Context: an optimization exercise on an open-source flow, tuned for small area, a short achievable clock period and few clock cycles per item. The choices shown serve that exercise and are no tape-out recipe. RTL that was checked went through simulation tests only; none was proved equivalent to the original.

==> module sc_encoder, before the edit <==
module sc_encoder (
    input  wire         clk,
    input  wire         step,      
    input  wire         first,     
    input  wire [63:0]  sym4,
    output reg  [127:0] state
);
    wire [127:0] a0 = state;
    wire [127:0] a1, a2, a3, a4;
    wire [127:0] b1, b2, b3, b4;
    sc_nstep #(.SCALED7(0)) u_a1 (.c(a0), .f(16'h0000), .nb(1'b1), .n(a1));
    wire [127:0] a1g = first ? 128'd0 : a1;
    sc_nstep #(.SCALED7(0)) u_a2 (.c(a1g), .f(16'h0000), .nb(1'b1), .n(a2));
    sc_nstep #(.SCALED7(0)) u_a3 (.c(a2), .f(16'h0000), .nb(1'b1), .n(a3));
    sc_nstep #(.SCALED7(0)) u_a4 (.c(a3), .f(16'h0000), .nb(1'b1), .n(a4));
    sc_nstep #(.SCALED7(0)) u_b1 (.c(128'd0), .f(sym4[15:0]),  .nb(1'b1), .n(b1));
    sc_nstep #(.SCALED7(0)) u_b2 (.c(b1),     .f(sym4[31:16]), .nb(1'b1), .n(b2));
    sc_nstep #(.SCALED7(0)) u_b3 (.c(b2),     .f(sym4[47:32]), .nb(1'b1), .n(b3));
    sc_nstep #(.SCALED7(0)) u_b4 (.c(b3),     .f(sym4[63:48]), .nb(1'b1), .n(b4));
    always @(posedge clk)
        if (step)
            state <= a4 ^ b4;
endmodule
==> flow/config.mk <==
export PLATFORM = sky130hd
export DESIGN_NAME = sector_check
export DESIGN_NICKNAME = sector_check
export VERILOG_FILES = /design/flow/design.v
export SDC_FILE = /design/flow/constraint.sdc
export NUM_CORES = 4
export LEC_CHECK = 0
export CAP_MARGIN = 20
export CORE_MARGIN = 2
export CORE_UTILIZATION = 40
export SETUP_SLACK_MARGIN = 5
export SLEW_MARGIN = 20
==> flow/constraint.sdc <==
create_clock -name core_clock -period 10.0 [get_ports {clk}]
set_input_delay 2.0000 -clock core_clock [delete_from_list [all_inputs] [get_ports {clk}]]
set_output_delay 2.0000 -clock core_clock [all_outputs]
set_load 0.01 [all_outputs]
standard.sh (not shown) runs the stock make flow with config.mk's settings and CLKGATE_MAP_FILE= SYNTH_SCRIPT=/design/flow/synth_recipe.tcl, a recipe that flattens the netlist after the stock synthesis.
==> flow/flow/run.sh <==
#!/bin/bash
set -euo pipefail
bash standard.sh finish SETUP_SLACK_MARGIN=7 > orfs_flow.log 2>&1
Rerun with:
--- a/flow/design.v
+++ b/flow/design.v
@@ -57,12 +57,11 @@
     sc_nstep #(.SCALED7(0)) u_b1 (.c(128'd0), .f(sym4[15:0]),  .nb(1'b1), .n(b1));
     sc_nstep #(.SCALED7(0)) u_b2 (.c(b1),     .f(sym4[31:16]), .nb(1'b1), .n(b2));
     sc_nstep #(.SCALED7(0)) u_b3 (.c(b2),     .f(sym4[47:32]), .nb(1'b1), .n(b3));
     sc_nstep #(.SCALED7(0)) u_b4 (.c(b3),     .f(sym4[63:48]), .nb(1'b1), .n(b4));
     always @(posedge clk)
-        if (step)
-            state <= a4 ^ b4;
+        state <= state ^ ({128{step}} & (a4 ^ b4 ^ state));
 endmodule
 module sc_syndrome (
     input  wire         clk,
     input  wire         load,       
     input  wire [127:0] din,
Result:
- The new run finished but failed the layout checks on max-capacitance violations, max-slew violations
- design area barely changes
- via count decreases slightly
- routed wire length increases slightly
- global-route usage increases by 0.16 points
- core utilization increases by 0.18 points
Function was not checked in any run of this note: the RTL went through the layout flow alone.

Setup of rev 12:
The RTL this note starts from:
==> flow/design.v <==
module sc_mulx #(parameter integer K = 1) (
    input  wire [15:0] a,
    output reg  [15:0] y
);
    integer i;
    always @* begin
        y = a;
        if (K >= 0) begin
            for (i = 0; i < K; i = i + 1)
                y = {y[14:0], 1'b0} ^ (y[15] ? 16'h100B : 16'h0000);
        end else begin
            for (i = 0; i < -K; i = i + 1)
                y = {1'b0, y[15:1]} ^ (y[0] ? 16'h8805 : 16'h0000);
        end
    end
endmodule
module sc_nstep #(parameter SCALED7 = 1) (
    input  wire [127:0] c,
    input  wire [15:0]  f,
    input  wire         nb,
    output wire [127:0] n
);
    assign n[15:0] = c[15:0] ^ f;
    genvar k;
    generate
        for (k = 1; k < 7; k = k + 1) begin : g_k
            wire [15:0] m;
            sc_mulx #(.K(k)) u_m (.a(c[16*k +: 16]), .y(m));
            assign n[16*k +: 16] = m ^ (nb ? c[16*(k-1) +: 16] : 16'h0000);
        end
    endgenerate
    generate
        if (SCALED7) begin : g_s7
            sc_mulx #(.K(7)) u_m7 (.a(c[127:112] ^ (nb ? c[111:96] : 16'h0000)), .y(n[127:112]));
        end else begin : g_p7
            wire [15:0] m7;
            sc_mulx #(.K(7)) u_m7 (.a(c[127:112]), .y(m7));
            assign n[127:112] = m7 ^ (nb ? c[111:96] : 16'h0000);
        end
    endgenerate
endmodule
module sc_encoder (
    input  wire         clk,
    input  wire         step,      
    input  wire         first,     
    input  wire [63:0]  sym4,
    output reg  [127:0] state
);
    wire [127:0] a0 = state;
    wire [127:0] a1, a2, a3, a4;
    wire [127:0] b1, b2, b3, b4;
    sc_nstep #(.SCALED7(0)) u_a1 (.c(a0), .f(16'h0000), .nb(1'b1), .n(a1));
    sc_nstep #(.SCALED7(0)) u_a2 (.c(a1), .f(16'h0000), .nb(1'b1), .n(a2));
    sc_nstep #(.SCALED7(0)) u_a3 (.c(a2), .f(16'h0000), .nb(1'b1), .n(a3));
    sc_nstep #(.SCALED7(0)) u_a4 (.c(a3), .f(16'h0000), .nb(1'b1), .n(a4));
    sc_nstep #(.SCALED7(0)) u_b1 (.c(128'd0), .f(sym4[15:0]),  .nb(1'b1), .n(b1));
    sc_nstep #(.SCALED7(0)) u_b2 (.c(b1),     .f(sym4[31:16]), .nb(1'b1), .n(b2));
    sc_nstep #(.SCALED7(0)) u_b3 (.c(b2),     .f(sym4[47:32]), .nb(1'b1), .n(b3));
    sc_nstep #(.SCALED7(0)) u_b4 (.c(b3),     .f(sym4[63:48]), .nb(1'b1), .n(b4));
    always @(posedge clk)
        if (step)
            state <= (first ? 128'd0 : a4) ^ b4;
endmodule
module sc_syndrome (
    input  wire         clk,
    input  wire         load,       
    input  wire [127:0] din,
    input  wire         pad,        
    input  wire [15:0]  sym,
    input  wire         conv,       
    input  wire [5:0]   act,
    input  wire         eval,       
    output reg  [127:0] p,
    output wire [15:0]  sum         
);
    wire [127:0] ps;
    sc_nstep u_ps (.c(p), .f(pad ? sym : 16'h0000), .nb(pad), .n(ps));
    wire [127:0] pc;
    genvar i;
    generate
        for (i = 0; i < 8; i = i + 1) begin : g_c
            wire [15:0] up = (i < 7) ? p[16*(i+1) +: 16] : 16'h0000;
            wire [15:0] xa, za, ya;
            sc_mulx #(.K(1))     u_x (.a(p[16*i +: 16]), .y(xa));
            assign za = xa ^ up;
            sc_mulx #(.K(5 - i)) u_y (.a(za), .y(ya));
            if (i < 6) begin : g_in
                wire [15:0] yi;
                sc_mulx #(.K(-(i + 1))) u_i (.a(p[16*i +: 16]), .y(yi));
                assign pc[16*i +: 16] = act[i] ? ya : yi;
            end else begin : g_act
                assign pc[16*i +: 16] = ya;
            end
        end
    endgenerate
    assign sum = p[15:0] ^ p[31:16] ^ p[47:32] ^ p[63:48] ^
                 p[79:64] ^ p[95:80] ^ p[111:96] ^ p[127:112];
    always @(posedge clk) begin
        if (load)
            p <= din;
        else if (conv)
            p <= pc;
        else
            p <= ps;
    end
endmodule
module sector_check (
    input  wire         clk,
    input  wire         rst,
    input  wire         in_valid,
    output wire         in_ready,
    input  wire [63:0]  in_data,
    input  wire         in_mode,
    output reg          out_valid,
    input  wire         out_ready,
    output reg  [127:0] out_data,
    output reg          out_zero
);
    reg  [5:0] bc;         
    reg        tmode;      
    reg        efull;      
    reg        irdy;
    reg        first_r;    
    reg        msg_r;      
    reg        b32_r, b33_r, b34_r;
    reg  [4:0] fc;         
    reg        fmode;      
    reg        free_r;     
    reg        pad_r, conv_r, eval_r, copy_r, fin_r;
    reg        hand_r;     
    reg  [5:0] act_r;
    assign in_ready = irdy;
    wire in_fire  = in_valid && irdy;
    wire cur_mode = first_r ? in_mode : tmode;
    wire last     = b34_r || (b32_r && !cur_mode);
    wire handoff  = hand_r;
    wire [127:0] est;
    sc_encoder u_eng (
        .clk(clk), .step(in_fire && msg_r), .first(first_r),
        .sym4(in_data), .state(est)
    );
    wire [15:0] e7;
    sc_mulx #(.K(7)) u_e7 (.a(est[127:112]), .y(e7));
    wire [127:0] p;
    wire [15:0]  s;
    sc_syndrome u_fin (
        .clk(clk), .load(handoff), .din({e7, est[111:0]}),
        .pad(pad_r), .sym(fmode ? out_data[15:0] : 16'h0000),
        .conv(conv_r), .act(act_r), .eval(eval_r),
        .p(p), .sum(s)
    );
    wire [63:0] rev_in = {in_data[15:0], in_data[31:16], in_data[47:32], in_data[63:48]};
    wire [5:0] bc_n    = in_fire ? (last ? 6'd0 : bc + 6'd1) : bc;
    wire       efull_n = (efull && !handoff) || (in_fire && b32_r);
    wire [4:0] fc_n    = handoff ? 5'd1 :
                         (fc == 5'd0 || fin_r) ? 5'd0 : fc + 5'd1;
    wire       fmode_n = handoff ? tmode : fmode;
    wire       ov_n    = fin_r || (out_valid && !out_ready);
    wire       free_n  = (fc_n == 5'd0) && !ov_n;
    wire       hand_n  = efull_n && !handoff &&
                         (tmode ? (in_fire && b34_r) : free_n);
    always @(posedge clk) begin
        if (rst) begin
            bc        <= 6'd0;
            efull     <= 1'b0;
            irdy      <= 1'b1;
            fc        <= 5'd0;
            out_valid <= 1'b0;
            free_r    <= 1'b1;
            hand_r    <= 1'b0;
            first_r   <= 1'b1;
            msg_r     <= 1'b1;
            b32_r     <= 1'b0;
            b33_r     <= 1'b0;
            b34_r     <= 1'b0;
            pad_r     <= 1'b0;
            conv_r    <= 1'b0;
            eval_r    <= 1'b0;
            copy_r    <= 1'b0;
            fin_r     <= 1'b0;
        end else begin
            bc        <= bc_n;
            efull     <= efull_n;
            irdy      <= !efull_n || free_n;
            fc        <= fc_n;
            out_valid <= ov_n;
            free_r    <= free_n;
            hand_r    <= hand_n;
            first_r   <= (bc_n == 6'd0);
            msg_r     <= (bc_n < 6'd33);
            b32_r     <= (bc_n == 6'd32);
            b33_r     <= (bc_n == 6'd33);
            b34_r     <= (bc_n == 6'd34);
            pad_r     <= (fc_n != 5'd0) && (fc_n <= 5'd8);
            conv_r    <= (fc_n >= 5'd9) && (fc_n <= 5'd15);
            eval_r    <= fmode_n && (fc_n >= 5'd16);
            copy_r    <= !fmode_n && (fc_n == 5'd16);
            fin_r     <= (!fmode_n && fc_n == 5'd16) || (fc_n == 5'd23);
        end
    end
    integer i;
    always @(posedge clk) begin
        if (in_fire && first_r)
            tmode <= in_mode;
        fmode <= fmode_n;
        for (i = 0; i < 6; i = i + 1)
            act_r[i] <= (fc_n >= 5'd15 - i);
    end
    always @(posedge clk) begin
        if (in_fire && b33_r)
            out_data[127:64] <= rev_in;
        else if (in_fire && b34_r)
            out_data[63:0] <= rev_in;
        else if (copy_r)
            out_data <= p;
        else if ((pad_r && fmode) || eval_r)
            out_data <= {s, out_data[127:16]};
    end
    always @(posedge clk) begin
        if (copy_r)
            out_zero <= (p == 128'd0);
        else if (eval_r)
            out_zero <= (fc == 5'd16 || out_zero) && (s == 16'h0000);
    end
endmodule
Settings: LEC_CHECK=0, CAP_MARGIN=20, CORE_MARGIN=2, CORE_UTILIZATION=40, SETUP_SLACK_MARGIN=5, SLEW_MARGIN=20; clock period 10.0 ns.
Scripts as last shown in full above: flow/flow/run.sh
Testbench counts of rev 12, summed over its fixed seeds: cycles 11,038, items 320.
What rev 13 does differently from rev 12 at the input level:
--- a/flow/design.v
+++ b/flow/design.v
@@ -12,11 +12,11 @@
             for (i = 0; i < -K; i = i + 1)
                 y = {1'b0, y[15:1]} ^ (y[0] ? 16'h8805 : 16'h0000);
         end
     end
 endmodule
-module sc_nstep #(parameter SCALED7 = 1) (
+module sc_nstep (
     input  wire [127:0] c,
     input  wire [15:0]  f,
     input  wire         nb,
     output wire [127:0] n
 );
@@ -27,19 +27,11 @@
             wire [15:0] m;
             sc_mulx #(.K(k)) u_m (.a(c[16*k +: 16]), .y(m));
             assign n[16*k +: 16] = m ^ (nb ? c[16*(k-1) +: 16] : 16'h0000);
         end
     endgenerate
-    generate
-        if (SCALED7) begin : g_s7
-            sc_mulx #(.K(7)) u_m7 (.a(c[127:112] ^ (nb ? c[111:96] : 16'h0000)), .y(n[127:112]));
-        end else begin : g_p7
-            wire [15:0] m7;
-            sc_mulx #(.K(7)) u_m7 (.a(c[127:112]), .y(m7));
-            assign n[127:112] = m7 ^ (nb ? c[111:96] : 16'h0000);
-        end
-    endgenerate
+    sc_mulx #(.K(7)) u_m7 (.a(c[127:112] ^ (nb ? c[111:96] : 16'h0000)), .y(n[127:112]));
 endmodule
 module sc_encoder (
     input  wire         clk,
     input  wire         step,      
     input  wire         first,     
@@ -47,18 +39,18 @@
     output reg  [127:0] state
 );
     wire [127:0] a0 = state;
     wire [127:0] a1, a2, a3, a4;
     wire [127:0] b1, b2, b3, b4;
-    sc_nstep #(.SCALED7(0)) u_a1 (.c(a0), .f(16'h0000), .nb(1'b1), .n(a1));
-    sc_nstep #(.SCALED7(0)) u_a2 (.c(a1), .f(16'h0000), .nb(1'b1), .n(a2));
-    sc_nstep #(.SCALED7(0)) u_a3 (.c(a2), .f(16'h0000), .nb(1'b1), .n(a3));
-    sc_nstep #(.SCALED7(0)) u_a4 (.c(a3), .f(16'h0000), .nb(1'b1), .n(a4));
-    sc_nstep #(.SCALED7(0)) u_b1 (.c(128'd0), .f(sym4[15:0]),  .nb(1'b1), .n(b1));
-    sc_nstep #(.SCALED7(0)) u_b2 (.c(b1),     .f(sym4[31:16]), .nb(1'b1), .n(b2));
-    sc_nstep #(.SCALED7(0)) u_b3 (.c(b2),     .f(sym4[47:32]), .nb(1'b1), .n(b3));
-    sc_nstep #(.SCALED7(0)) u_b4 (.c(b3),     .f(sym4[63:48]), .nb(1'b1), .n(b4));
+    sc_nstep u_a1 (.c(a0), .f(16'h0000), .nb(1'b1), .n(a1));
+    sc_nstep u_a2 (.c(a1), .f(16'h0000), .nb(1'b1), .n(a2));
+    sc_nstep u_a3 (.c(a2), .f(16'h0000), .nb(1'b1), .n(a3));
+    sc_nstep u_a4 (.c(a3), .f(16'h0000), .nb(1'b1), .n(a4));
+    sc_nstep u_b1 (.c(128'd0), .f(sym4[15:0]),  .nb(1'b1), .n(b1));
+    sc_nstep u_b2 (.c(b1),     .f(sym4[31:16]), .nb(1'b1), .n(b2));
+    sc_nstep u_b3 (.c(b2),     .f(sym4[47:32]), .nb(1'b1), .n(b3));
+    sc_nstep u_b4 (.c(b3),     .f(sym4[63:48]), .nb(1'b1), .n(b4));
     always @(posedge clk)
         if (step)
             state <= (first ? 128'd0 : a4) ^ b4;
 endmodule
 module sc_syndrome (
@@ -137,16 +129,14 @@
     wire [127:0] est;
     sc_encoder u_eng (
         .clk(clk), .step(in_fire && msg_r), .first(first_r),
         .sym4(in_data), .state(est)
     );
-    wire [15:0] e7;
-    sc_mulx #(.K(7)) u_e7 (.a(est[127:112]), .y(e7));
     wire [127:0] p;
     wire [15:0]  s;
     sc_syndrome u_fin (
-        .clk(clk), .load(handoff), .din({e7, est[111:0]}),
+        .clk(clk), .load(handoff), .din(est),
         .pad(pad_r), .sym(fmode ? out_data[15:0] : 16'h0000),
         .conv(conv_r), .act(act_r), .eval(eval_r),
         .p(p), .sum(s)
     );
     wire [63:0] rev_in = {in_data[15:0], in_data[31:16], in_data[47:32], in_data[63:48]};
## What came out
Compared with rev 12, rev 13 shows a higher number of standard cells in the final layout excluding fillers.
The length of routed wiring on met1 reported for rev 13 is smaller than that of rev 12 by 1.5%.
Measured against each other, rev 13 and rev 12 differ in number of detailed-routing iterations run before antenna repair, the lower figure coming from rev 12.
Setup slack in rev 13 is smaller than in rev 12.
For rev 13, only the layout was checked, not whether the RTL still works.

-- afterwards: timing with drivers on the ports --
In the flow no input, the clock included, has a driving cell. The finished layouts below were timed again as built, in two steps.
Step 1: set_driving_cell puts a clkbuf_16 on clk and a buf_2 on each other input, an assumption about the parent block.
Step 2 adds t to the input delays and takes it off the output delays; t is the mean of the earliest and latest rising clock arrival at the registers after step 1. Input paths then give back, and output paths get back, about the clock's delay inside the block.
a / b / c = ideal ports / drivers / drivers and shift; a / b = the first two.
| run | shift t [ns] | setup slack, ns | hold slack, ns | worst register clock-pin slew, ns | worst slew at a driven data input, ns |
|---|---|---|---|---|---|
| the first run of note 1 | 0.691 | 6.538 / 6.468 / 6.283 | 0.491 / 0.491 / 0.491 | 0.07 / 0.07 | 0.05 |
| the second run of note 1 | 0.689 | 6.657 / 6.586 / 6.254 | 0.524 / 0.524 / 0.524 | 0.07 / 0.07 | 0.06 |
| rev 12 | 0.688 | 6.628 / 6.561 / 6.329 | 0.524 / 0.524 / 0.524 | 0.07 / 0.07 | 0.05 |
| rev 13 | 0.678 | 6.441 / 6.441 / 6.306 | 0.529 / 0.529 / 0.529 | 0.07 / 0.07 | 0.05 |
The setup slack of the second run of note 1, which loses most, moves by -0.071 ns with the drivers and by -0.403 ns with both steps.
